What follows belongs to an exercise in optimizing a design on an open flow for small area and a short achievable clock period; a production flow would make more cautious choices.
Where RTL was checked, it was by simulation tests only, not by an equivalence proof against the original.
No activity file was given, so power comes from the tool's default toggle rates.

==> module cic5_dec32, before the edit <==
module cic5_dec32 (
    input  wire        clk,
    input  wire        rst,
    input  wire        bit_valid,
    input  wire        bit_in,
    output reg         x_pre,       
    output reg         x_valid,
    output reg  [22:0] x
);
    localparam integer NC = 7;                   
    function integer WD(input integer q);
        WD = (q < 5) ? 4 : 3;
    endfunction
    function integer LO(input integer q);
        LO = (q < 5) ? 4 * q : 20 + 3 * (q - 5);
    endfunction
    reg  [25:0]   i1, i2, i3, i4, i5;
    reg  [NC-1:1] vd;                            
    wire [NC-1:0] vq = {vd, bit_valid};          
    reg  [NC-1:0] lq;                            
    reg  [NC-1:1] k1, k2, k3, k4, k5;            
    reg  [4:0]    phase;
    wire [25:0]   p1, p2, p3, p4, p5;
    wire [NC:1]   o1, o2, o3, o4, o5;
    wire [25:0]   en;
    function [4:0] rip(input [3:0] a, input [3:0] b, input ci, input integer n);
        integer j;
        reg c;
        begin
            c = ci;
            rip = 5'd0;
            for (j = 0; j < n; j = j + 1) begin
                rip[j] = a[j] ^ b[j] ^ c;
                c = (a[j] & b[j]) | (a[j] & c) | (b[j] & c);
            end
            rip[4] = c;
        end
    endfunction
    genvar q;
    generate
        for (q = 0; q < NC; q = q + 1) begin : g_chunk
            localparam integer L = LO(q);
            localparam integer N = WD(q);
            wire [3:0] e0 = (q == 0) ? {3'd0, bit_in} : 4'd0;
            wire       c1 = (q == 0) ? 1'b0 : k1[q];
            wire       c2 = (q == 0) ? 1'b0 : k2[q];
            wire       c3 = (q == 0) ? 1'b0 : k3[q];
            wire       c4 = (q == 0) ? 1'b0 : k4[q];
            wire       c5 = (q == 0) ? 1'b0 : k5[q];
            wire [3:0] a1 = i1[L +: N], a2 = i2[L +: N], a3 = i3[L +: N],
                       a4 = i4[L +: N], a5 = i5[L +: N];
            wire [4:0] r1 = rip(a1, e0, c1, N);
            wire [4:0] r2 = rip(a2, r1[3:0], c2, N);
            wire [4:0] r3 = rip(a3, r2[3:0], c3, N);
            wire [4:0] r4 = rip(a4, r3[3:0], c4, N);
            wire [4:0] r5 = rip(a5, r4[3:0], c5, N);
            assign p1[L +: N] = r1[N-1:0]; assign o1[q+1] = r1[4];
            assign p2[L +: N] = r2[N-1:0]; assign o2[q+1] = r2[4];
            assign p3[L +: N] = r3[N-1:0]; assign o3[q+1] = r3[4];
            assign p4[L +: N] = r4[N-1:0]; assign o4[q+1] = r4[4];
            assign p5[L +: N] = r5[N-1:0]; assign o5[q+1] = r5[4];
            assign en[L +: N] = {N{vq[q]}};
        end
    endgenerate
    always @(posedge clk) begin
        if (rst) begin
            i1 <= 26'd0; i2 <= 26'd0; i3 <= 26'd0; i4 <= 26'd0; i5 <= 26'd0;
        end else begin
            i1 <= (en & p1) | (~en & i1);
            i2 <= (en & p2) | (~en & i2);
            i3 <= (en & p3) | (~en & i3);
            i4 <= (en & p4) | (~en & i4);
            i5 <= (en & p5) | (~en & i5);
        end
    end
    always @(posedge clk) begin
        k1 <= o1[NC-1:1]; k2 <= o2[NC-1:1]; k3 <= o3[NC-1:1];
        k4 <= o4[NC-1:1]; k5 <= o5[NC-1:1];
        if (rst) begin
            vd <= {(NC-1){1'b0}};
            lq <= {NC{1'b0}};
            phase <= 5'd0;
        end else begin
            vd <= vq[NC-2:0];
            lq <= {lq[NC-2:0], bit_valid && (phase == 5'd31)};
            if (bit_valid)
                phase <= phase + 5'd1;
        end
    end
    reg  [25:0] w0, w1, w2, w3, w4;
    reg  [2:0]  rp;
    reg  [25:0] acc;
    reg         busy, init;
    reg  [2:0]  sq;
    reg  [3:0]  cnt;
    reg         step, rnd;                      
    reg  [25:0] zc;
    always @* begin
        case (rp)
            3'd1:    zc = 26'h0018950;
            3'd2:    zc = 26'h3c8e700;
            3'd3:    zc = 26'h1287000;
            3'd4:    zc = 26'h2100000;
            default: zc = 26'h0000000;
        endcase
    end
    wire [25:0] opb  = step ? ~w0 : {25'd0, rnd & acc[2]};
    wire [26:0] sm1;
    add27 u_add (.a({acc, 1'b1}), .b({opb, step | rnd}), .s(sm1));
    wire [25:0] sum  = sm1[26:1];
    wire [2:0]  rp1  = (rp == 3'd4) ? 3'd0 : rp + 3'd1;
    wire [2:0]  sq1  = (step || rnd) ? sq + 3'd1 : sq;
    wire [25:0] lmask;
    generate
        for (q = 0; q < NC; q = q + 1) begin : g_lmask
            assign lmask[LO(q) +: WD(q)] = {WD(q){lq[q]}};
        end
    endgenerate
    wire [25:0] accn = (lmask & i5) | (~lmask & sum);
    always @(posedge clk) begin
        w0 <= w1; w1 <= w2; w2 <= w3; w3 <= w4;
        w4 <= step ? acc : init ? zc : w0;
        acc <= accn;
        if (rst) begin
            rp <= 3'd0;
            busy <= 1'b0;
            init <= 1'b1;
            sq <= 3'd0;
            cnt <= 4'd0;
            step <= 1'b0;
            rnd <= 1'b0;
            x_valid <= 1'b0;
            x_pre <= 1'b0;
        end else begin
            rp <= rp1;
            if (rp == 3'd4)
                init <= 1'b0;
            x_valid <= 1'b0;
            x_pre <= busy && (cnt == 4'd9);
            step <= 1'b0;
            rnd <= 1'b0;
            if (lq[NC-1]) begin
                busy <= 1'b1;
                sq <= 3'd0;
                cnt <= 4'd0;
                step <= (rp1 == 3'd0);
            end else if (busy) begin
                cnt <= cnt + 4'd1;
                sq <= sq1;
                step <= (sq1 == rp1);
                rnd <= (sq1 == 3'd5);
                if (cnt == 4'd10) begin
                    busy <= 1'b0;
                    x_valid <= 1'b1;
                    step <= 1'b0;
                    rnd <= 1'b0;
                end
            end
        end
        if (busy && cnt == 4'd10)
            x <= acc[25] ? 23'h7fffff : acc[24:2];
    end
endmodule
==> flow/config.mk <==
export PLATFORM = sky130hd
export DESIGN_NAME = chan_decim
export DESIGN_NICKNAME = chan_decim
export VERILOG_FILES = /design/flow/design.v
export SDC_FILE = /design/flow/constraint.sdc
export NUM_CORES = 4
export LEC_CHECK = 0
export CAP_MARGIN = 20
export CORE_MARGIN = 2
export CORE_UTILIZATION = 70
export CTS_CLUSTER_DIAMETER = 60
export CTS_CLUSTER_SIZE = 24
export SLEW_MARGIN = 20
==> flow/constraint.sdc <==
create_clock -name core_clock -period 12.0 [get_ports {clk}]
set_input_delay 2.4000 -clock core_clock [delete_from_list [all_inputs] [get_ports {clk}]]
set_output_delay 2.4000 -clock core_clock [all_outputs]
set_load 0.01 [all_outputs]
standard.sh (not shown) runs the stock make flow with config.mk's settings and CLKGATE_MAP_FILE= SYNTH_SCRIPT=/design/flow/synth_recipe.tcl, a recipe that flattens the netlist after the stock synthesis.
==> flow/flow/run.sh <==
#!/bin/bash
# Standard layout (the standard.sh, standard synthesis unchanged) with
# timing repair aimed at a setup slack margin, so the resizer also works on
# paths that already meet the 12 ns clock. Output goes to flow_make.log.
set -euo pipefail
export SETUP_SLACK_MARGIN=8.3
bash standard.sh > flow_make.log 2>&1
Then changed:
--- a/flow/design.v
+++ b/flow/design.v
@@ -76,10 +76,10 @@
     output reg  [22:0] x
 );
-    localparam integer NC = 7;                   
+    localparam integer NC = 9;                   
     function integer WD(input integer q);
-        WD = (q < 5) ? 4 : 3;
+        WD = (q < 8) ? 3 : 2;
     endfunction
     function integer LO(input integer q);
-        LO = (q < 5) ? 4 * q : 20 + 3 * (q - 5);
+        LO = 3 * q;
     endfunction
     reg  [25:0]   i1, i2, i3, i4, i5;
What happened: The new run went through all stages and came out clean. Global-route usage is higher by 0.96 points. Setup slack gets better by 0.26 ns. Critical path depth is higher by 1. Power is higher by 7.8%. Utilization is lower by 0.74 points. Design area is higher by 0.75%. Die area is higher by 1.4%. Clock-buffer cell count is higher by 11. Maximum frequency is higher by 6.6%. Clock power is lower by about 1%. Worst hold slack gets worse by 0.0031 ns. Routed wire length is higher by 3.5%. Area after synthesis is higher by 1.5%.
No functional check of the RTL was part of any run of this note.

========
== the reference run ==
Another version of the RTL of chan_decim (not shown whole).
Size: roughly 4500 cells after synthesis, ~1900 flip-flops, roughly 45 I/O pins, about 59000 um2 of cells after synthesis.
## chan_decim
module chan_decim (
    input  wire        clk,
    input  wire        rst,         
    input  wire        bit_valid,
    input  wire        bit_in,
    output wire        out_valid,
    output wire [39:0] out_v
);
    reg rst_r, bv_r, b_r;
    always @(posedge clk) begin
        rst_r <= rst;
        bv_r  <= bit_valid & ~rst;
        b_r   <= bit_in;
    end
    wire        x_pre, x_valid;
    wire [22:0] x;
    cic5_dec32 u_cic (
        .clk(clk), .rst(rst_r),
        .bit_valid(bv_r), .bit_in(b_r),
        .x_pre(x_pre), .x_valid(x_valid), .x(x)
    );
    fir_iron_mac u_fir (
        .clk(clk), .rst(rst_r), .rst_in(rst),
        .x_pre(x_pre), .x_valid(x_valid), .x(x),
        .v_valid(out_valid), .v(out_v)
    );
endmodule
==> module fir_iron_mac, before the edit <==
module fir_iron_mac (
    input  wire               clk,
    input  wire               rst,        
    input  wire               rst_in,     
    input  wire               x_pre,      
    input  wire               x_valid,    
    input  wire        [22:0] x,
    output reg                v_valid,
    output wire signed [39:0] v
);
    localparam integer NS = 29;
    localparam integer W  = 47;
    reg  [NS*W-1:W] ring;
    wire [W-1:0]    r1  = ring[W +: W];
    wire [W-1:0]    r27 = ring[27*W +: W];
    wire [W-1:0]    r28 = ring[28*W +: W];
    reg  [4:0]  dq, dn;
    reg  [1:0]  p;
    reg  [4:0]  act;
    wire        active = (act != 5'd0);
    wire        minc   = x_pre && (p == 2'd3);
    wire [4:0]  dqn    = minc ? dq : dn;
    wire [4:0]  dnn    = (dqn == 5'd28) ? 5'd0 : dqn + 5'd1;
    wire        actn  = x_valid || (act > 5'd1);
    wire [6:0]  in    = {dn, ~p};
    wire [6:0]  inf   = (in > 7'd57) ? 7'd114 - in : in;
    reg  [6:0]  ra;
    wire [9:0]  b_neg, b_one, b_two;     
    iron_coef_rom u_rom (.idx(ra), .neg(b_neg), .one(b_one), .two(b_two));
    reg  [9:0]  m_neg, m_one, m_two;
    reg         fin_m, clr_m, fin_o, clr_o, fin_28, clr_28;
    reg  [4:0]  wipe;                    
    wire        fin_r = active && (dq == 5'd0) && (p == 2'd3);
    wire        clr_r = active && (dq == 5'd28) && (p == 2'd0);
    reg  [22:0] xr;
    wire        inj = fin_m && (r1[7:0] == 8'hff);
    wire [W-1:0] ps, pc;
    mul_tree u_mul (.neg(m_neg), .one(m_one), .two(m_two), .x(xr), .inj(inj), .a(r1),
                    .s(ps), .c(pc));
    reg  [W-1:0] s_q, c_q;
    wire [W-1:0] a_n;
    add47 u_add (.a(s_q), .b(c_q), .s(a_n));
    wire         sat = fin_28 && r28[46] && !r28[45];
    wire         clr = clr_28 || (wipe != 5'd0);
    wire [W-1:0] n27 = clr ? 47'd63 :
                       sat ? {1'b0, {39{1'b1}}, r28[6:0]} : r28;
    always @(posedge clk) begin
        ring <= {a_n, n27, ring[2*W +: 26*W]};
        xr <= x;
        s_q <= ps;
        c_q <= pc;
        m_neg <= b_neg; m_one <= b_one; m_two <= b_two;
        if (rst) begin
            ra <= 7'h7f;
            dq <= 5'd3;
            dn <= 5'd4;
            p <= 2'd3;
            act <= 5'd0;
            fin_m <= 1'b0; clr_m <= 1'b0;
            fin_o <= 1'b0; clr_o <= 1'b0;
            fin_28 <= 1'b0; clr_28 <= 1'b0;
            v_valid <= 1'b0;
            wipe <= 5'd31;
        end else begin
            ra <= actn ? inf : 7'h7f;
            dq <= dqn;
            dn <= dnn;
            if (x_pre)
                p <= p + 2'd1;
            if (x_valid)
                act <= 5'd29;
            else if (active)
                act <= act - 5'd1;
            fin_m <= fin_r; clr_m <= clr_r;
            fin_o <= fin_m; clr_o <= clr_m;
            fin_28 <= fin_o; clr_28 <= clr_o;
            v_valid <= fin_28 & ~rst_in;
            if (wipe != 5'd0)
                wipe <= wipe - 5'd1;
        end
    end
    assign v = r27[46:7];
endmodule
==> module chan_decim, before the edit <==
module chan_decim (
    input  wire        clk,
    input  wire        rst,         
    input  wire        bit_valid,
    input  wire        bit_in,
    output wire        out_valid,
    output wire [39:0] out_v
);
    reg rst_r, bv_r, b_r;
    always @(posedge clk) begin
        rst_r <= rst;
        bv_r  <= bit_valid & ~rst;
        b_r   <= bit_in;
    end
    wire        x_pre, x_valid;
    wire [22:0] x;
    cic5_dec32 u_cic (
        .clk(clk), .rst(rst_r),
        .bit_valid(bv_r), .bit_in(b_r),
        .x_pre(x_pre), .x_valid(x_valid), .x(x)
    );
    fir_iron_mac u_fir (
        .clk(clk), .rst(rst_r), .rst_in(rst),
        .x_pre(x_pre), .x_valid(x_valid), .x(x),
        .v_valid(out_valid), .v(out_v)
    );
endmodule
clock: 12.0 ns
lec_check: 0
cap_margin: 20
core_margin: 2
core_utilization: 70
cts_cluster_diameter: 60
cts_cluster_size: 24
slew_margin: 20
Scripts as last shown in full above: flow/flow/run.sh
#### Input delta (the trial run over the reference run)
diff --git a/flow/design.v b/flow/design.v
--- a/flow/design.v
+++ b/flow/design.v
@@ -245,6 +245,5 @@
 module fir_iron_mac (
     input  wire               clk,
-    input  wire               rst,        
-    input  wire               rst_in,     
+    input  wire               rst,
     input  wire               x_pre,      
     input  wire               x_valid,    
@@ -319,5 +318,5 @@
             fin_o <= fin_m; clr_o <= clr_m;
             fin_28 <= fin_o; clr_28 <= clr_o;
-            v_valid <= fin_28 & ~rst_in;
+            v_valid <= fin_28;
             if (wipe != 5'd0)
                 wipe <= wipe - 5'd1;
@@ -1148,5 +1147,5 @@
     );
     fir_iron_mac u_fir (
-        .clk(clk), .rst(rst_r), .rst_in(rst),
+        .clk(clk), .rst(rst_r),
         .x_pre(x_pre), .x_valid(x_valid), .x(x),
         .v_valid(out_valid), .v(out_v)
==> run summary <==
Of the reference run and the trial run, the run reporting the higher area overhead of the layout relative to synthesis was the reference run. Routed wire in the trial run totals less than in the reference run. The trial run -> the reference run: synthesized net count flat. Timing endpoint of the critical path: out_valid -> the trial run, out_v[18] -> the reference run. Relative to the reference run, sequential share of layout area has increased by 0.29 points in the trial run. The trial run vs. the reference run: end-of-flow core utilization went down by 0.36 points. Of the two candidates, the reference run has the worse reported leakage power and the trial run the better one. Diff the trial run..the reference run | die area | negligible. Going from the reference run to the trial run, number of filler cells placed in the layout now sits higher, insertion delay to the later sink of the worst-skew pair did not really move. Cell area went down slightly going from the reference run to the trial run. In terms of share of the cycle needed by the critical path after routing, the trial run and the reference run differ only marginally. The trial run: flow completed, timing, DRC and antenna clean.
Only the layout flow was run in the trial run; the RTL was not checked for function there.

========
== run 2 ==
chan_decim, a different RTL version from the one above (not shown whole).
Size in the first run: about 4500 cells after synthesis, about 1900 flip-flops, roughly 45 I/O pins, about 0.059 sq mm of cells after synthesis.
==> module fir_iron_mac, before the edit <==
module fir_iron_mac (
    input  wire               clk,
    input  wire               rst,
    input  wire               x_pre,      
    input  wire               x_valid,    
    input  wire        [22:0] x,
    output reg                v_valid,
    output wire signed [39:0] v
);
    localparam integer NS = 29;
    localparam integer W  = 47;
    reg  [NS*W-1:0] ring;                
    wire [W-1:0]    r0  = ring[0 +: W];
    wire [W-1:0]    r1  = ring[W +: W];
    wire [W-1:0]    r27 = ring[27*W +: W];
    wire [W-1:0]    r28 = ring[28*W +: W];
    reg  [4:0]  dq, dn;
    reg  [1:0]  p;
    reg  [4:0]  act;
    wire        active = (act != 5'd0);
    wire        minc   = x_pre && (p == 2'd3);
    wire [4:0]  dqn    = minc ? dq : dn;
    wire [4:0]  dnn    = (dqn == 5'd28) ? 5'd0 : dqn + 5'd1;
    wire        actn  = x_valid || (act > 5'd1);
    wire [6:0]  in    = {dn, ~p};
    wire [6:0]  inf   = (in > 7'd57) ? 7'd114 - in : in;
    reg  [6:0]  ra;
    wire [9:0]  b_neg, b_one, b_two;     
    iron_coef_rom u_rom (.idx(ra), .neg(b_neg), .one(b_one), .two(b_two));
    reg  [9:0]  m_neg, m_one, m_two;
    reg         fin_m, clr_m, fin_o, clr_o, fin_28, clr_28;
    reg  [4:0]  wipe;                    
    wire        fin_r = active && (dq == 5'd0) && (p == 2'd3);
    wire        clr_r = active && (dq == 5'd28) && (p == 2'd0);
    wire        inj = fin_m && (r1[7:0] == 8'hff);
    wire [W-1:0] ps, pc;
    mul_tree u_mul (.neg(m_neg), .one(m_one), .two(m_two), .x(x), .inj(inj),
                    .s(ps), .c(pc));
    reg  [W-1:0] s_q, c_q;
    wire [W-1:0] a_s = r0 ^ s_q ^ c_q;
    wire [W-1:0] a_c = {((r0 & s_q) | (r0 & c_q) | (s_q & c_q)), 1'b0};
    wire [W-1:0] a_n;
    add47 u_add (.a(a_s), .b(a_c), .s(a_n));
    wire         sat = fin_28 && r28[46] && !r28[45];
    wire         clr = clr_28 || (wipe != 5'd0);
    wire [W-1:0] n27 = clr ? 47'd63 :
                       sat ? {1'b0, {39{1'b1}}, r28[6:0]} : r28;
    always @(posedge clk) begin
        ring <= {a_n, n27, ring[2*W +: 26*W], r1};
        s_q <= ps;
        c_q <= pc;
        m_neg <= b_neg; m_one <= b_one; m_two <= b_two;
        if (rst) begin
            ra <= 7'h7f;
            dq <= 5'd3;
            dn <= 5'd4;
            p <= 2'd3;
            act <= 5'd0;
            fin_m <= 1'b0; clr_m <= 1'b0;
            fin_o <= 1'b0; clr_o <= 1'b0;
            fin_28 <= 1'b0; clr_28 <= 1'b0;
            v_valid <= 1'b0;
            wipe <= 5'd31;
        end else begin
            ra <= actn ? inf : 7'h7f;
            dq <= dqn;
            dn <= dnn;
            if (x_pre)
                p <= p + 2'd1;
            if (x_valid)
                act <= 5'd29;
            else if (active)
                act <= act - 5'd1;
            fin_m <= fin_r; clr_m <= clr_r;
            fin_o <= fin_m; clr_o <= clr_m;
            fin_28 <= fin_o; clr_28 <= clr_o;
            v_valid <= fin_28;
            if (wipe != 5'd0)
                wipe <= wipe - 5'd1;
        end
    end
    assign v = r27[46:7];
endmodule
Settings: LEC_CHECK=0, CAP_MARGIN=20, CORE_MARGIN=2, CORE_UTILIZATION=70, CTS_CLUSTER_DIAMETER=60, CTS_CLUSTER_SIZE=24, SLEW_MARGIN=20; clock period 12.0 ns.
Scripts as last shown in full above: flow/flow/run.sh
diff inputs: run 2 => run 5
--- a/flow/design.v
+++ b/flow/design.v
@@ -274,13 +274,14 @@
     reg  [9:0]  m_neg, m_one, m_two;
     reg         fin_m, clr_m, fin_o, clr_o, fin_28, clr_28;
     reg  [4:0]  wipe;                    
     wire        fin_r = active && (dq == 5'd0) && (p == 2'd3);
     wire        clr_r = active && (dq == 5'd28) && (p == 2'd0);
+    reg  [22:0] xr;
     wire        inj = fin_m && (r1[7:0] == 8'hff);
     wire [W-1:0] ps, pc;
-    mul_tree u_mul (.neg(m_neg), .one(m_one), .two(m_two), .x(x), .inj(inj),
+    mul_tree u_mul (.neg(m_neg), .one(m_one), .two(m_two), .x(xr), .inj(inj),
                     .s(ps), .c(pc));
     reg  [W-1:0] s_q, c_q;
     wire [W-1:0] a_s = r0 ^ s_q ^ c_q;
     wire [W-1:0] a_c = {((r0 & s_q) | (r0 & c_q) | (s_q & c_q)), 1'b0};
     wire [W-1:0] a_n;
@@ -289,10 +290,11 @@
     wire         clr = clr_28 || (wipe != 5'd0);
     wire [W-1:0] n27 = clr ? 47'd63 :
                        sat ? {1'b0, {39{1'b1}}, r28[6:0]} : r28;
     always @(posedge clk) begin
         ring <= {a_n, n27, ring[2*W +: 26*W], r1};
+        xr <= x;
         s_q <= ps;
         c_q <= pc;
         m_neg <= b_neg; m_one <= b_one; m_two <= b_two;
         if (rst) begin
             ra <= 7'h7f;
Findings:
Summary — power after layout, run 5 relative to run 2: lower, by 3.0%.
Max fraction of final layout cells sized beyond drive strength 1 across run 2 and run 5: run 2
Run 2 → run 5: share of power burned in combinational logic decreased 2.5 points, count of clock buffers in the final design decreased 0.91%.
Summary of run 5 over run 2: non-clock buffer count lower, number of stages on the worst setup path lower.
Only the layout flow was run in run 2; the RTL was not checked for function there.

what the ideal ports hide:
In the flow no input, the clock included, has a driving cell. The finished layouts below were timed again as built, in two steps.
Step 1 sets driving cells, clkbuf_16 on the clock port and buf_2 on the other inputs (assumed; they add their load-dependent delay and slew).
Step 2 moves the port delays by t, midway between the first and last clock arrival at a register: inputs arrive t later, outputs are due t later. That takes back most of the time a late clock gives input paths.
a / b / c = ideal / step 1 / step 2; a / b = the first two.
| run | t (ns) | slack for setup (ns) | slew at the worst register clock pin (ns) | pins driven straight from the clock port |
|---|---|---|---|---|
| the first run of note 1 | 0.777 | 7.854 / 7.854 / 7.854 | 0.10 / 0.10 | 1 |
| the second run of note 1 | 0.776 | 8.111 / 8.111 / 8.111 | 0.10 / 0.10 | 1 |
| the reference run | 0.758 | 8.343 / 8.271 / 8.343 | 0.10 / 0.10 | 1 |
| the trial run | 0.756 | 8.349 / 8.277 / 8.377 | 0.10 / 0.10 | 1 |
| run 2 | 0.758 | 8.206 / 8.206 / 8.206 | 0.10 / 0.10 | 1 |
| run 5 | 0.768 | 8.359 / 8.292 / 8.420 | 0.09 / 0.09 | 1 |
After both steps every run listed still meets setup and hold.
